From an optimization exercise on the open Yosys and OpenROAD flow, aimed at small area, a short achievable clock period and few clock cycles per item; shortcuts taken in it are not production practice. Where RTL was checked, it was by simulation tests only, not by an equivalence proof against the original.

==> inputs of run D <==
// sht_codegen
module sht_codegen (
  input  wire         clk,
  input  wire         rst,           
  input  wire [127:0] key,           
  input  wire         req_valid,
  output wire         req_ready,
  input  wire         req_fixed,     
  input  wire [31:0]  req_frame,     
  input  wire [31:0]  req_salt,      
  input  wire [5:0]   req_addr,      
  input  wire [23:0]  req_train,     
  input  wire [5:0]   req_pulses,    
  input  wire [4:0]   req_window,    
  output wire         off_valid,
  input  wire         off_ready,
  output wire [9:0]   off_data,      
  output wire         off_last,      
  output reg  [15:0]  keychk,
  output reg          keychk_valid
);
  reg         b_valid;
  reg  [93:0] base;          
  reg  [1:0]  b_lastblk;     
  reg  [2:0]  b_lastcnt;     
  reg  [4:0]  b_win;
  reg         b_fixed;
  reg  [1:0]  jblk;          
  reg  [1:0]   ini;          
  reg  [4:0]   c;            
  reg  [127:0] s;            
  reg  [287:0] x;            
  reg  [127:0] rk;           
  reg  [71:0]  w;            
  reg  [31:0]  wk;           
  reg          k1_q;         
  reg          go_q;         
  reg          adv_q;        
  reg          ld_q;         
  reg          rdy_q;        
  reg          chk_pending;  
  reg          ja_v, ja_chk, ja_last, ja_fixed;
  reg  [2:0]   ja_cnt;       
  reg  [4:0]   ja_win;
  reg          jb_v, jb_last, jb_fixed;
  reg  [2:0]   jb_cnt;
  reg  [4:0]   jb_win;
  reg  [127:0] oa, ob;
  reg  [3:0]   oa_rem, ob_rem;      
  reg  [2:0]   oa_slot, ob_slot;    
  reg          oa_last, ob_last;    
  reg  [4:0]   oa_win, ob_win;
  reg          oa_fixed, ob_fixed;
  reg          ev;
  reg  [20:0]  es, ec;       
  reg  [15:0]  ep;
  reg          ef, el;
  reg          ov;
  reg  [9:0]   od;
  reg          ol;
  wire [287:0] sm;
  ...
export LEC_CHECK = 0
export CAP_MARGIN = 20
export CELL_PAD_IN_SITES_DETAIL_PLACEMENT = 2
export CELL_PAD_IN_SITES_GLOBAL_PLACEMENT = 2
export CORE_MARGIN = 2
export CORE_UTILIZATION = 30
export CTS_CLUSTER_DIAMETER = 200
export CTS_CLUSTER_SIZE = 20
export PLACE_DENSITY = 0.5
export SETUP_SLACK_MARGIN = 5
export SLEW_MARGIN = 20
export TNS_END_PERCENT = 0
create_clock -name core_clock -period 12.0 [get_ports {clk}]
standard.sh (not shown) runs the stock make flow with config.mk's settings and CLKGATE_MAP_FILE= SYNTH_SCRIPT=/design/flow/synth_recipe.tcl, a recipe that flattens the netlist after the stock synthesis.
==> flow/flow/run.sh <==
#!/bin/bash
set -euo pipefail
W=$(pwd)
export FLOW_ABC_SCRIPT="$W/flow/abc.script"
export FLOW_REF_SYNTH="$W/synth_recipe.tcl"
bash standard.sh SYNTH_SCRIPT="$W/flow/synth_abc.tcl" synth > "$W/synth.log" 2>&1
bash standard.sh SETUP_SLACK_MARGIN=8.25 finish > "$W/layout.log" 2>&1
==> flow/flow/abc.script <==
strash
&get -n
&dch -f
&nf
&put
==> flow/flow/synth_abc.tcl <==
# The standard flow's synthesis script (synth_recipe.tcl), with ABC's mapping script
# replaced by flow/abc.script. Everything else, flip-flop mapping included,
# is unchanged.
proc abc {args} {
  set i [lsearch -exact $args -script]
  if { $i >= 0 } {
    lset args [expr { $i + 1 }] $::env(FLOW_ABC_SCRIPT)
  }
  yosys abc {*}$args
}
source $::env(FLOW_REF_SYNTH)
==> inputs of run F, as changes to run D <==
--- a/flow/design.v
+++ b/flow/design.v
@@ -165,17 +165,16 @@
   reg  [127:0] oa, ob;
   reg  [3:0]   oa_rem, ob_rem;      
   reg  [2:0]   oa_slot, ob_slot;    
   reg          oa_last, ob_last;    
   reg  [4:0]   oa_win, ob_win;
   reg          oa_fixed, ob_fixed;
   reg          ev;
   reg  [20:0]  es, ec;       
-  reg  [15:0]  ep;
   reg          ef, el;
   reg          ov;
   reg  [9:0]   od;
   reg          ol;
   wire [287:0] sm;
   wire [127:0] sr, mc;
   wire [71:0]  swm;
   wire [127:0] rk_next;
@@ -237,24 +236,24 @@
   wire [15:0]  ra    = oa[16*oa_slot +: 16];
   wire [15:0]  rb    = ob[16*ob_slot +: 16];
   wire [15:0]  rsel  = sel_a ? ra : rb;
   wire [4:0]   wsel  = sel_a ? oa_win : ob_win;
   wire [20:0]  pp0   = wsel[0] ? {5'd0, rsel}        : 21'd0;
   wire [20:0]  pp1   = wsel[1] ? {4'd0, rsel, 1'b0}  : 21'd0;
   wire [20:0]  pp2   = wsel[2] ? {3'd0, rsel, 2'b0}  : 21'd0;
   wire [20:0]  pp3   = wsel[3] ? {2'd0, rsel, 3'b0}  : 21'd0;
+  wire [20:0]  pp4   = wsel[4] ? {1'd0, rsel, 4'b0}  : 21'd0;
   wire [20:0]  s1    = pp0 ^ pp1 ^ pp2;
   wire [20:0]  c1    = {(pp0[19:0] & pp1[19:0]) | (pp0[19:0] & pp2[19:0]) | (pp1[19:0] & pp2[19:0]), 1'b0};
   wire [20:0]  s2    = s1 ^ c1 ^ pp3;
   wire [20:0]  c2    = {(s1[19:0] & c1[19:0]) | (s1[19:0] & pp3[19:0]) | (c1[19:0] & pp3[19:0]), 1'b0};
-  wire [20:0]  ep4   = {1'b0, ep, 4'b0};
-  wire [20:0]  s3    = es ^ ec ^ ep4;
-  wire [20:0]  c3    = {(es[19:0] & ec[19:0]) | (es[19:0] & ep4[19:0]) | (ec[19:0] & ep4[19:0]), 1'b0};
-  wire [20:0]  prod  = s3 + c3;
+  wire [20:0]  s3    = s2 ^ c2 ^ pp4;
+  wire [20:0]  c3    = {(s2[19:0] & c2[19:0]) | (s2[19:0] & pp4[19:0]) | (c2[19:0] & pp4[19:0]), 1'b0};
+  wire [20:0]  prod  = es + ec;
   always @(posedge clk) begin
     if (rst) begin
       b_valid      <= 1'b0;
       jblk         <= 2'd0;
       ini          <= 2'd3;
       c            <= 5'd0;
       go_q         <= 1'b0;
       adv_q        <= 1'b0;
@@ -266,120 +265,108 @@
       jb_v         <= 1'b0;
       keychk_valid <= 1'b0;
       oa_rem       <= 4'd0;
       ob_rem       <= 4'd0;
       ev           <= 1'b0;
       ov           <= 1'b0;
     end else begin
       ini   <= ini_d;
-      c     <= c_d;
       go_q  <= go_d;
       adv_q <= adv_d;
       ld_q  <= (c_d == 5'd0) || (c_d == 5'd1);
       k1_q  <= (c_d == 5'd1);
       rdy_q <= rdy_d;
-      if (b_load)
-        b_valid <= req_valid;
+      if (b_load) begin
+        b_valid   <= req_valid;
+        base      <= {req_frame, req_salt, req_addr, req_train};
+        b_lastblk <= pulses_m1[4:3];
+        b_lastcnt <= pulses_m1[2:0];
+        b_win     <= req_window;
+        b_fixed   <= req_fixed;
+      end
       if (take)
         jblk <= ld_lastb ? 2'd0 : jblk + 2'd1;
+      if (ini == 2'd3)
+        rk  <= key;
+      if (ini == 2'd2)
+        w   <= swm;
+      if (ini == 2'd1)
+        wk  <= sw;
+      c <= c_d;
+      if (adv) begin
+        x <= sm;
+        if (ld_q)
+          s <= pt ^ key;
+        else
+          s <= s_round;
+        if (c[0])
+          rk <= rk_next;
+        else if (c != 5'd0)
+          w <= swm;
+      end
       if (ld_a) begin
-        if (ja_v && ja_chk)
+        if (ja_v && ja_chk) begin
+          keychk       <= s_final[15:0];
           keychk_valid <= 1'b1;
-        if (ja_v && !ja_chk)
-          oa_rem <= {1'b0, ja_cnt} + 4'd1;
-        ja_v        <= chk_pending || b_valid;
+        end
+        if (ja_v && !ja_chk) begin
+          oa       <= s_final;
+          oa_rem   <= {1'b0, ja_cnt} + 4'd1;
+          oa_slot  <= 3'd0;
+          oa_last  <= ja_last;
+          oa_win   <= ja_win;
+          oa_fixed <= ja_fixed;
+        end
+        ja_v     <= chk_pending || b_valid;
+        ja_chk   <= chk_pending;
+        ja_last  <= ld_lastb;
+        ja_cnt   <= ld_lastb ? b_lastcnt : 3'd7;
+        ja_win   <= b_win;
+        ja_fixed <= b_fixed;
         chk_pending <= 1'b0;
       end
       if (at_b) begin
-        if (jb_v)
-          ob_rem <= {1'b0, jb_cnt} + 4'd1;
-        jb_v <= b_valid;
+        if (jb_v) begin
+          ob       <= s_final;
+          ob_rem   <= {1'b0, jb_cnt} + 4'd1;
+          ob_slot  <= 3'd0;
+          ob_last  <= jb_last;
+          ob_win   <= jb_win;
+          ob_fixed <= jb_fixed;
+        end
+        jb_v     <= b_valid;
+        jb_last  <= ld_lastb;
+        jb_cnt   <= ld_lastb ? b_lastcnt : 3'd7;
+        jb_win   <= b_win;
+        jb_fixed <= b_fixed;
       end
-      if (o_adv)
+      if (o_adv) begin
         ov <= ev;
+        od <= ef ? 10'd0 : prod[20:11];
+        ol <= el;
+      end
       if (e_adv) begin
         ev <= !oa_empty || !ob_empty;
-        if (sel_a)
-          oa_rem <= oa_rem - 4'd1;
-        else if (!ob_empty)
-          ob_rem <= ob_rem - 4'd1;
-      end
-    end
-  end
-  always @(posedge clk) begin
-    if (b_load) begin
-      base      <= {req_frame, req_salt, req_addr, req_train};
-      b_lastblk <= pulses_m1[4:3];
-      b_lastcnt <= pulses_m1[2:0];
-      b_win     <= req_window;
-      b_fixed   <= req_fixed;
-    end
-    if (ini == 2'd3)
-      rk <= key;
-    if (ini == 2'd2)
-      w  <= swm;
-    if (ini == 2'd1)
-      wk <= sw;
-    if (adv) begin
-      x <= sm;
-      if (ld_q)
-        s <= pt ^ key;
-      else
-        s <= s_round;
-      if (c[0])
-        rk <= rk_next;
-      else if (c != 5'd0)
-        w <= swm;
-    end
-    if (ld_a) begin
-      if (ja_v && ja_chk)
-        keychk <= s_final[15:0];
-      if (ja_v && !ja_chk) begin
-        oa       <= s_final;
-        oa_slot  <= 3'd0;
-        oa_last  <= ja_last;
-        oa_win   <= ja_win;
-        oa_fixed <= ja_fixed;
-      end
-      ja_chk   <= chk_pending;
-      ja_last  <= ld_lastb;
-      ja_cnt   <= ld_lastb ? b_lastcnt : 3'd7;
-      ja_win   <= b_win;
-      ja_fixed <= b_fixed;
-    end
-    if (at_b) begin
-      if (jb_v) begin
-        ob       <= s_final;
-        ob_slot  <= 3'd0;
-        ob_last  <= jb_last;
-        ob_win   <= jb_win;
-        ob_fixed <= jb_fixed;
-      end
-      jb_last  <= ld_lastb;
-      jb_cnt   <= ld_lastb ? b_lastcnt : 3'd7;
-      jb_win   <= b_win;
-      jb_fixed <= b_fixed;
-    end
-    if (o_adv) begin
-      od <= ef ? 10'd0 : prod[20:11];
-      ol <= el;
-    end
-    if (e_adv) begin
-      es <= s2;
-      ec <= c2;
-      ep <= wsel[4] ? rsel : 16'd0;
-      if (sel_a) begin
-        ef      <= oa_fixed;
-        el      <= oa_last && (oa_rem == 4'd1);
-        oa_slot <= oa_slot + 3'd1;
-      end else begin
-        ef      <= ob_fixed;
-        el      <= ob_last && (ob_rem == 4'd1);
-        if (!ob_empty)
-          ob_slot <= ob_slot + 3'd1;
+        if (sel_a) begin
+          es      <= s3;
+          ec      <= c3;
+          ef      <= oa_fixed;
+          el      <= oa_last && (oa_rem == 4'd1);
+          oa_slot <= oa_slot + 3'd1;
+          oa_rem  <= oa_rem - 4'd1;
+        end else begin
+          es      <= s3;
+          ec      <= c3;
+          ef      <= ob_fixed;
+          el      <= ob_last && (ob_rem == 4'd1);
+          if (!ob_empty) begin
+            ob_slot <= ob_slot + 3'd1;
+            ob_rem  <= ob_rem - 4'd1;
+          end
+        end
       end
     end
   end
   assign off_valid = ov;
   assign off_data  = od;
   assign off_last  = ol;
 endmodule
==> flow/flow/run.sh (replaced) <==
#!/bin/bash
# Own layout flow: the standard flow (standard.sh), except that the
# synthesis maps the combinational logic with an area-oriented ABC script
# (flow/abc.script) that keeps the XOR gates of the AES datapath as XOR
# cells. Registers are mapped before ABC runs, so they are the standard
# synthesis's. Each step's output goes to a log file in this folder.
set -euo pipefail
W=$(pwd)
export FLOW_ABC_SCRIPT="$W/flow/abc.script"
export FLOW_REF_SYNTH="$W/synth_recipe.tcl"
bash standard.sh SYNTH_SCRIPT="$W/flow/synth_abc.tcl" synth > "$W/synth.log" 2>&1
bash standard.sh SETUP_SLACK_MARGIN=9 finish > "$W/layout.log" 2>&1
==> flow/config.mk (replaced) <==
export PLATFORM = sky130hd
export DESIGN_NAME = sht_codegen
export DESIGN_NICKNAME = sht_codegen
export VERILOG_FILES = /design/flow/design.v
export SDC_FILE = /design/flow/constraint.sdc
export NUM_CORES = 4
export LEC_CHECK = 0
export ABC_AREA = 1
export CAP_MARGIN = 20
export CELL_PAD_IN_SITES_DETAIL_PLACEMENT = 2
export CELL_PAD_IN_SITES_GLOBAL_PLACEMENT = 2
export CORE_MARGIN = 2
export CORE_UTILIZATION = 30
export PLACE_DENSITY = 0.5
export SETUP_SLACK_MARGIN = 5
export SLEW_MARGIN = 20
==> results.txt <==
Run status: run D no timing/DRC/antenna violations; run F no timing/DRC/antenna violations
Final period utilization: run D 33.5%; run F 33.5%
Capture instance of the worst register-to-register path: run D es[10]$_DFFE_PN_; run F es[4]$_DFFE_PP_
Initial standard-cell utilization of the core: run D 30.2%; run F 30.1%
Post-synthesis xor/xnor area fraction: run D 32.3%; run F 31.4%
Maximum number of pins on one net before global-route repair: run D 142; run F 106
Chip width: run D 491 µm; run F 495 µm
Max Used Layer: run D met4; run F met5
Number of tap instances: run D 3,150; run F 3,185
Worst-case hold slack: run D 0.425 ns; run F 0.417 ns
Post-placement cell area: run D 79,000 µm²; run F 80,400 µm²
Synth Instances: run D 6,183; run F 6,155
Destination of the critical timing path: run D rk[1]$_DFF_P_; run F es[4]$_DFFE_PP_
Cts bufs inserted: run D 68; run F 151
Number of non-clock inverters in the layout: run D 120; run F 102
Testbench counts of run D, summed over its fixed seeds: cycles 37,634, items 25,639.
Testbench counts of run F, summed over its fixed seeds: cycles 37,634, items 25,639.


==> wip/xenon: inputs <==
==> flow/design.v <==
module sht_sbox (input wire [7:0] a, output wire [7:0] y);
  wire U0=a[7],U1=a[6],U2=a[5],U3=a[4],U4=a[3],U5=a[2],U6=a[1],U7=a[0];
  wire T1=U0^U3, T2=U0^U5, T3=U0^U6, T4=U3^U5, T5=U4^U6, T6=T1^T5, T7=U1^U2;
  wire T8=U7^T6, T9=U7^T7, T10=T6^T7, T11=U1^U5, T12=U2^U5, T13=T3^T4, T14=T6^T11;
  wire T15=T5^T11, T16=T5^T12, T17=T9^T16, T18=U3^U7, T19=T7^T18, T20=T1^T19;
  wire T21=U6^U7, T22=T7^T21, T23=T2^T22, T24=T2^T10, T25=T20^T17, T26=T3^T16, T27=T1^T12;
  wire D=U7;
  wire M1=T13&T6, M2=T23&T8, M3=T14^M1, M4=T19&D, M5=M4^M1, M6=T3&T16, M7=T22&T9;
  wire M8=T26^M6, M9=T20&T17, M10=M9^M6, M11=T1&T15, M12=T4&T27, M13=M12^M11;
  wire M14=T2&T10, M15=M14^M11, M16=M3^M2, M17=M5^T24, M18=M8^M7, M19=M10^M15;
  wire M20=M16^M13, M21=M17^M15, M22=M18^M13, M23=M19^T25, M24=M22^M23, M25=M22&M20;
  wire M26=M21^M25, M27=M20^M21, M28=M23^M25, M29=M28&M27, M30=M26&M24, M31=M20&M23;
  wire M32=M27&M31, M33=M27^M25, M34=M21&M22, M35=M24&M34, M36=M24^M25, M37=M21^M29;
  wire M38=M32^M33, M39=M23^M30, M40=M35^M36, M41=M38^M40, M42=M37^M39, M43=M37^M38;
  wire M44=M39^M40, M45=M42^M41;
  wire M46=M44&T6, M47=M40&T8, M48=M39&D, M49=M43&T16, M50=M38&T9, M51=M37&T17;
  wire M52=M42&T15, M53=M45&T27, M54=M41&T10, M55=M44&T13, M56=M40&T23, M57=M39&T19;
  wire M58=M43&T3, M59=M38&T22, M60=M37&T20, M61=M42&T1, M62=M45&T4, M63=M41&T2;
  wire L0=M61^M62, L1=M50^M56, L2=M46^M48, L3=M47^M55, L4=M54^M58, L5=M49^M61;
  wire L6=M62^L5, L7=M46^L3, L8=M51^M59, L9=M52^M53, L10=M53^L4, L11=M60^L2;
  wire L12=M48^M51, L13=M50^L0, L14=M52^M61, L15=M55^L1, L16=M56^L0, L17=M57^L1;
  wire L18=M58^L8, L19=M63^L4, L20=L0^L1, L21=L1^L7, L22=L3^L12, L23=L18^L2;
  wire L24=L15^L9, L25=L6^L10, L26=L7^L9, L27=L8^L10, L28=L11^L14, L29=L11^L17;
  assign y[7]=L6^L24;
  assign y[6]=~(L16^L26);
  assign y[5]=~(L19^L28);
  assign y[4]=L6^L21;
  assign y[3]=L20^L22;
  assign y[2]=L25^L29;
  assign y[1]=~(L13^L27);
  assign y[0]=~(L6^L23);
endmodule
module sht_key_step (
  input  wire [127:0] rk_in,
  input  wire [7:0]   rcon,
  output wire [127:0] rk_out
);
  wire [31:0] w0 = rk_in[127:96];
  wire [31:0] w1 = rk_in[95:64];
  wire [31:0] w2 = rk_in[63:32];
  wire [31:0] w3 = rk_in[31:0];
  wire [31:0] sw;    
  sht_sbox u_s0 (.a(w3[23:16]), .y(sw[31:24]));
  sht_sbox u_s1 (.a(w3[15:8]),  .y(sw[23:16]));
  sht_sbox u_s2 (.a(w3[7:0]),   .y(sw[15:8]));
  sht_sbox u_s3 (.a(w3[31:24]), .y(sw[7:0]));
  wire [31:0] p0 = w0 ^ {rcon, 24'h000000};
  wire [31:0] p1 = p0 ^ w1;
  wire [31:0] p2 = p1 ^ w2;
  wire [31:0] p3 = p2 ^ w3;
  assign rk_out = {p0 ^ sw, p1 ^ sw, p2 ^ sw, p3 ^ sw};
endmodule
module sht_aes_round (
  input  wire [127:0] s_in,
  output wire [127:0] sr,    
  output wire [127:0] mc     
);
  wire [127:0] sb;    
  genvar i, c;
  generate
    for (i = 0; i < 16; i = i + 1) begin : g_sub
      sht_sbox u_sbox (.a(s_in[127-8*i -: 8]), .y(sb[127-8*i -: 8]));
    end
    for (i = 0; i < 16; i = i + 1) begin : g_shift
      assign sr[127-8*i -: 8] = sb[127-8*((i%4) + 4*(((i/4) + (i%4)) % 4)) -: 8];
    end
    for (c = 0; c < 4; c = c + 1) begin : g_mix
      wire [7:0] a0 = sr[127-32*c -: 8];
      wire [7:0] a1 = sr[119-32*c -: 8];
      wire [7:0] a2 = sr[111-32*c -: 8];
      wire [7:0] a3 = sr[103-32*c -: 8];
      wire [7:0] t  = a0 ^ a1 ^ a2 ^ a3;
      wire [7:0] b0 = a0 ^ a1;
      wire [7:0] b1 = a1 ^ a2;
      wire [7:0] b2 = a2 ^ a3;
      wire [7:0] b3 = a3 ^ a0;
      wire [7:0] d0 = {b0[6:0], 1'b0} ^ (b0[7] ? 8'h1b : 8'h00);
      wire [7:0] d1 = {b1[6:0], 1'b0} ^ (b1[7] ? 8'h1b : 8'h00);
      wire [7:0] d2 = {b2[6:0], 1'b0} ^ (b2[7] ? 8'h1b : 8'h00);
      wire [7:0] d3 = {b3[6:0], 1'b0} ^ (b3[7] ? 8'h1b : 8'h00);
      assign mc[127-32*c -: 8] = a0 ^ t ^ d0;
      assign mc[119-32*c -: 8] = a1 ^ t ^ d1;
      assign mc[111-32*c -: 8] = a2 ^ t ^ d2;
      assign mc[103-32*c -: 8] = a3 ^ t ^ d3;
    end
  endgenerate
endmodule
module sht_codegen (
  input  wire         clk,
  input  wire         rst,           
  input  wire [127:0] key,           
  input  wire         req_valid,
  output wire         req_ready,
  input  wire         req_fixed,     
  input  wire [31:0]  req_frame,     
  input  wire [31:0]  req_salt,      
  input  wire [5:0]   req_addr,      
  input  wire [23:0]  req_train,     
  input  wire [5:0]   req_pulses,    
  input  wire [4:0]   req_window,    
  output wire         off_valid,
  input  wire         off_ready,
  output wire [9:0]   off_data,      
  output wire         off_last,      
  output reg  [15:0]  keychk,
  output reg          keychk_valid
);
  reg         b_valid;
  reg  [93:0] base;          
  reg  [1:0]  b_lastblk;     
  reg  [2:0]  b_lastcnt;     
  reg  [4:0]  b_win;
  reg         b_fixed;
  reg  [1:0]  jblk;          
  reg         run;           
  reg  [3:0]  round;         
  reg  [127:0] state;        
  reg  [127:0] rk;           
  reg         chk_pending;   
  reg         job_chk;       
  reg         job_last;      
  reg  [2:0]  job_cnt;       
  reg  [4:0]  job_win;
  reg         job_fixed;
  reg  [127:0] obuf;
  reg  [3:0]  ob_rem;        
  reg  [2:0]  ob_slot;       
  reg         ob_last;       
  reg  [4:0]  ob_win;
  reg         ob_fixed;
  reg         ov;
  reg  [9:0]  od;
  reg         ol;
  reg  [7:0]   rcon;
  wire [127:0] rk_next;
  wire [127:0] sr, mc;
  always @(*) begin
    case (round)
      4'd1:    rcon = 8'h01;
      4'd2:    rcon = 8'h02;
      4'd3:    rcon = 8'h04;
      4'd4:    rcon = 8'h08;
      4'd5:    rcon = 8'h10;
      4'd6:    rcon = 8'h20;
      4'd7:    rcon = 8'h40;
      4'd8:    rcon = 8'h80;
      4'd9:    rcon = 8'h1b;
      4'd10:   rcon = 8'h36;
      default: rcon = 8'h00;
    endcase
  end
  sht_key_step  u_key   (.rk_in(rk), .rcon(rcon), .rk_out(rk_next));
  sht_aes_round u_round (.s_in(state), .sr(sr), .mc(mc));
  wire [127:0] s_round = mc ^ rk_next;     
  wire [127:0] s_final = sr ^ rk_next;     
  wire at_last   = run && (round == 4'd10);
  wire ob_empty  = (ob_rem == 4'd0);
  wire fin       = at_last && (job_chk || ob_empty);   
  wire stall     = at_last && !job_chk && !ob_empty;   
  wire slot_free = !run || fin;
  wire ld_chk    = slot_free && chk_pending;
  wire ld_req    = slot_free && !chk_pending && b_valid;
  wire ld_lastb  = (jblk == b_lastblk);
  assign req_ready = !b_valid;
  wire [5:0]  pulses_m1 = req_pulses - 6'd1;
  wire [15:0] r_k  = obuf[16*ob_slot +: 16];
  wire [20:0] prod = r_k * ob_win;
  wire [127:0] pt_req = {base, 32'd0, jblk};
  always @(posedge clk) begin
    if (rst) begin
      b_valid      <= 1'b0;
      run          <= 1'b0;
      chk_pending  <= 1'b1;
      keychk_valid <= 1'b0;
      ob_rem       <= 4'd0;
      ov           <= 1'b0;
    end else begin
      if (req_valid && !b_valid) begin
        b_valid   <= 1'b1;
        base      <= {req_frame, req_salt, req_addr, req_train};
        b_lastblk <= pulses_m1[4:3];
        b_lastcnt <= pulses_m1[2:0];
        b_win     <= req_window;
        b_fixed   <= req_fixed;
        jblk      <= 2'd0;
      end
      if (ld_chk || ld_req) begin
        run      <= 1'b1;
        round    <= 4'd1;
        rk       <= key;
        job_chk  <= ld_chk;
        job_last <= ld_lastb;
        job_cnt  <= ld_lastb ? b_lastcnt : 3'd7;
        job_win  <= b_win;
        job_fixed<= b_fixed;
        state    <= (ld_chk ? 128'd0 : pt_req) ^ key;
        if (ld_chk)
          chk_pending <= 1'b0;
        else if (ld_lastb)
          b_valid <= 1'b0;
        else
          jblk <= jblk + 2'd1;
      end else if (fin) begin
        run <= 1'b0;
      end else if (run && !stall) begin
        round <= round + 4'd1;
        rk    <= rk_next;
        state <= s_round;
      end
      if (fin && job_chk) begin
        keychk       <= s_final[15:0];
        keychk_valid <= 1'b1;
      end
      if (!ov || off_ready) begin
        if (!ob_empty) begin
          ov      <= 1'b1;
          od      <= ob_fixed ? 10'd0 : prod[20:11];
          ol      <= ob_last && (ob_rem == 4'd1);
          ob_slot <= ob_slot + 3'd1;
          ob_rem  <= ob_rem - 4'd1;
        end else begin
          ov <= 1'b0;
        end
      end
      if (fin && !job_chk) begin
        obuf     <= s_final;
        ob_rem   <= {1'b0, job_cnt} + 4'd1;
        ob_slot  <= 3'd0;
        ob_last  <= job_last;
        ob_win   <= job_win;
        ob_fixed <= job_fixed;
      end
    end
  end
  assign off_valid = ov;
  assign off_data  = od;
  assign off_last  = ol;
endmodule
==> flow/run.sh <==
#!/bin/bash
# synth_recipe.tcl (not shown) runs the flow's synth.tcl, then flattens the netlist and writes it again
# the make line also repeats each setting of config.mk as NAME=value (left out here)
make -C /OpenROAD-flow-scripts/flow DESIGN_CONFIG=/design/flow/config.mk WORK_HOME=/design/flow/orfs CLKGATE_MAP_FILE= SYNTH_SCRIPT=/design/flow/synth_recipe.tcl finish
==> flow/config.mk <==
export PLATFORM = sky130hd
export DESIGN_NAME = sht_codegen
export DESIGN_NICKNAME = sht_codegen
export VERILOG_FILES = /design/flow/design.v
export SDC_FILE = /design/flow/constraint.sdc
export NUM_CORES = 4
export LEC_CHECK = 0
export ABC_AREA = 1
export CAP_MARGIN = 20
export CELL_PAD_IN_SITES_DETAIL_PLACEMENT = 2
export CELL_PAD_IN_SITES_GLOBAL_PLACEMENT = 2
export CORE_MARGIN = 2
export CORE_UTILIZATION = 30
export PLACE_DENSITY = 0.5
export SLEW_MARGIN = 20
==> flow/constraint.sdc <==
create_clock -name core_clock -period 12.0 [get_ports {clk}]
set_input_delay 2.4000 -clock core_clock [delete_from_list [all_inputs] [get_ports {clk}]]
set_output_delay 2.4000 -clock core_clock [all_outputs]
set_load 0.01 [all_outputs]
==> wip/maple (differences from wip/xenon) <==
ABC_AREA = not set   (was 1)
==> wip/sierra (differences from wip/xenon) <==
--- a/flow/design.v
+++ b/flow/design.v
@@ -128,6 +128,11 @@
   reg         ob_last;       
   reg  [4:0]  ob_win;
   reg         ob_fixed;
+  reg         ev;
+  reg  [15:0] er;
+  reg  [4:0]  ew;
+  reg         ef;
+  reg         el;
   reg         ov;
   reg  [9:0]  od;
   reg         ol;
@@ -164,7 +169,9 @@
   assign req_ready = !b_valid;
   wire [5:0]  pulses_m1 = req_pulses - 6'd1;
   wire [15:0] r_k  = obuf[16*ob_slot +: 16];
-  wire [20:0] prod = r_k * ob_win;
+  wire [20:0] prod = er * ew;
+  wire        o_adv = !ov || off_ready;
+  wire        e_adv = !ev || o_adv;
   wire [127:0] pt_req = {base, 32'd0, jblk};
   always @(posedge clk) begin
     if (rst) begin
@@ -173,10 +180,11 @@
       chk_pending  <= 1'b1;
       keychk_valid <= 1'b0;
       ob_rem       <= 4'd0;
+      ev           <= 1'b0;
       ov           <= 1'b0;
     end else begin
-      if (req_valid && !b_valid) begin
-        b_valid   <= 1'b1;
+      if (!b_valid) begin
+        b_valid   <= req_valid;
         base      <= {req_frame, req_salt, req_addr, req_train};
         b_lastblk <= pulses_m1[4:3];
         b_lastcnt <= pulses_m1[2:0];
@@ -211,15 +219,22 @@
         keychk       <= s_final[15:0];
         keychk_valid <= 1'b1;
       end
-      if (!ov || off_ready) begin
+      if (o_adv) begin
+        ov <= ev;
+        od <= ef ? 10'd0 : prod[20:11];
+        ol <= el;
+      end
+      if (e_adv) begin
         if (!ob_empty) begin
-          ov      <= 1'b1;
-          od      <= ob_fixed ? 10'd0 : prod[20:11];
-          ol      <= ob_last && (ob_rem == 4'd1);
+          ev      <= 1'b1;
+          er      <= r_k;
+          ew      <= ob_win;
+          ef      <= ob_fixed;
+          el      <= ob_last && (ob_rem == 4'd1);
           ob_slot <= ob_slot + 3'd1;
           ob_rem  <= ob_rem - 4'd1;
         end else begin
-          ov <= 1'b0;
+          ev <= 1'b0;
         end
       end
       if (fin && !job_chk) begin
SETUP_SLACK_MARGIN = 5   (was not set)
==> metrics.yaml <==
outcome:
  outcome: "finished clean"
yosys:
  synth_top_family_by_area: "simple AND/OR/NAND/NOR gates"
floorplan:
  taps: 3167
cells_and_area:
  fill_cells: 29800
  drive_gt1_share_pct: 5.82
critical_path:
  critPathMaxFanout: 34
-- figures above: wip/xenon

==> metrics.yaml <==
cells_and_area:
  fill_cells: 30800
floorplan:
  taps: 3330
  rows: 183
yosys:
  synth_area_leaders: "nand2_1 (29%), edfxtp_1 (23%), nand3_1 (11%), xor2_1 (6.2%), inv_1 (5.5%)"
critical_path:
  cp_data_required_time_ps: 12330
  critPathMaxFanout: 9
timing:
  max_freq_ghz: 0.146
  max_slew_margin_pct: 7.86
outcome:
  outcome: "finished clean"
-- figures above: wip/sierra

==> metrics.yaml <==
outcome:
  outcome: "finished clean"
yosys:
  synth_top_family_by_area: "XOR/XNOR gates"
critical_path:
  critPathKind: "reg2reg"
  critPathMaxFanout: 18
  critPathTopFamily: "XOR/XNOR gates"
floorplan:
  taps: 3026
cells_and_area:
  drive_gt1_share_pct: 9.59
placed_design:
  dp_slack_ps: 3460
-- figures above: wip/maple

Testbench counts of wip/sierra, summed over its fixed seeds: cycles 37,546, items 25,639.
Function not checked in wip/xenon and wip/maple: the RTL went through the layout flow alone.

## separate check: timing with driven ports
The results above use ideal ports. As a check the final layouts listed here were re-extracted and re-timed, cells and wires unchanged.
Step 1: set_driving_cell puts a clkbuf_16 on clk and a buf_2 on each other input, an assumption about the parent block.
Step 2, shift: input delay + t, output delay - t, t = (earliest + latest rising clock arrival at the registers) / 2. This alone moves slack from input paths to output paths.
Slacks: ideal / step 1 / step 2; pairs: ideal / step 1.
| run | t (ns) | setup WS [ns] | worst setup path at the end | latest minus earliest clock arrival (ns) | cell pins on the clock port's net |
|---|---|---|---|---|---|
| run D | 0.826 | 7.979 / 7.932 / 7.226 | input to register | 0.059 / 0.058 | 1 |
| run F | 0.896 | 7.985 / 7.985 / 7.738 | input to register | 0.031 / 0.032 | 1 |
| wip/xenon | 0.867 | 4.825 / 4.825 / 4.825 | register to register | 0.051 / 0.051 | 1 |
| wip/maple | 0.809 | 3.455 / 3.455 / 3.455 | register to register | 0.047 / 0.046 | 1 |
| wip/sierra | 0.853 | 5.157 / 5.157 / 5.157 | register to register | 0.078 / 0.078 | 1 |
After both steps setup and hold are still met in every run listed. The setup slack of run D, which loses most, moves by -0.047 ns with the drivers and by -0.753 ns with both steps.
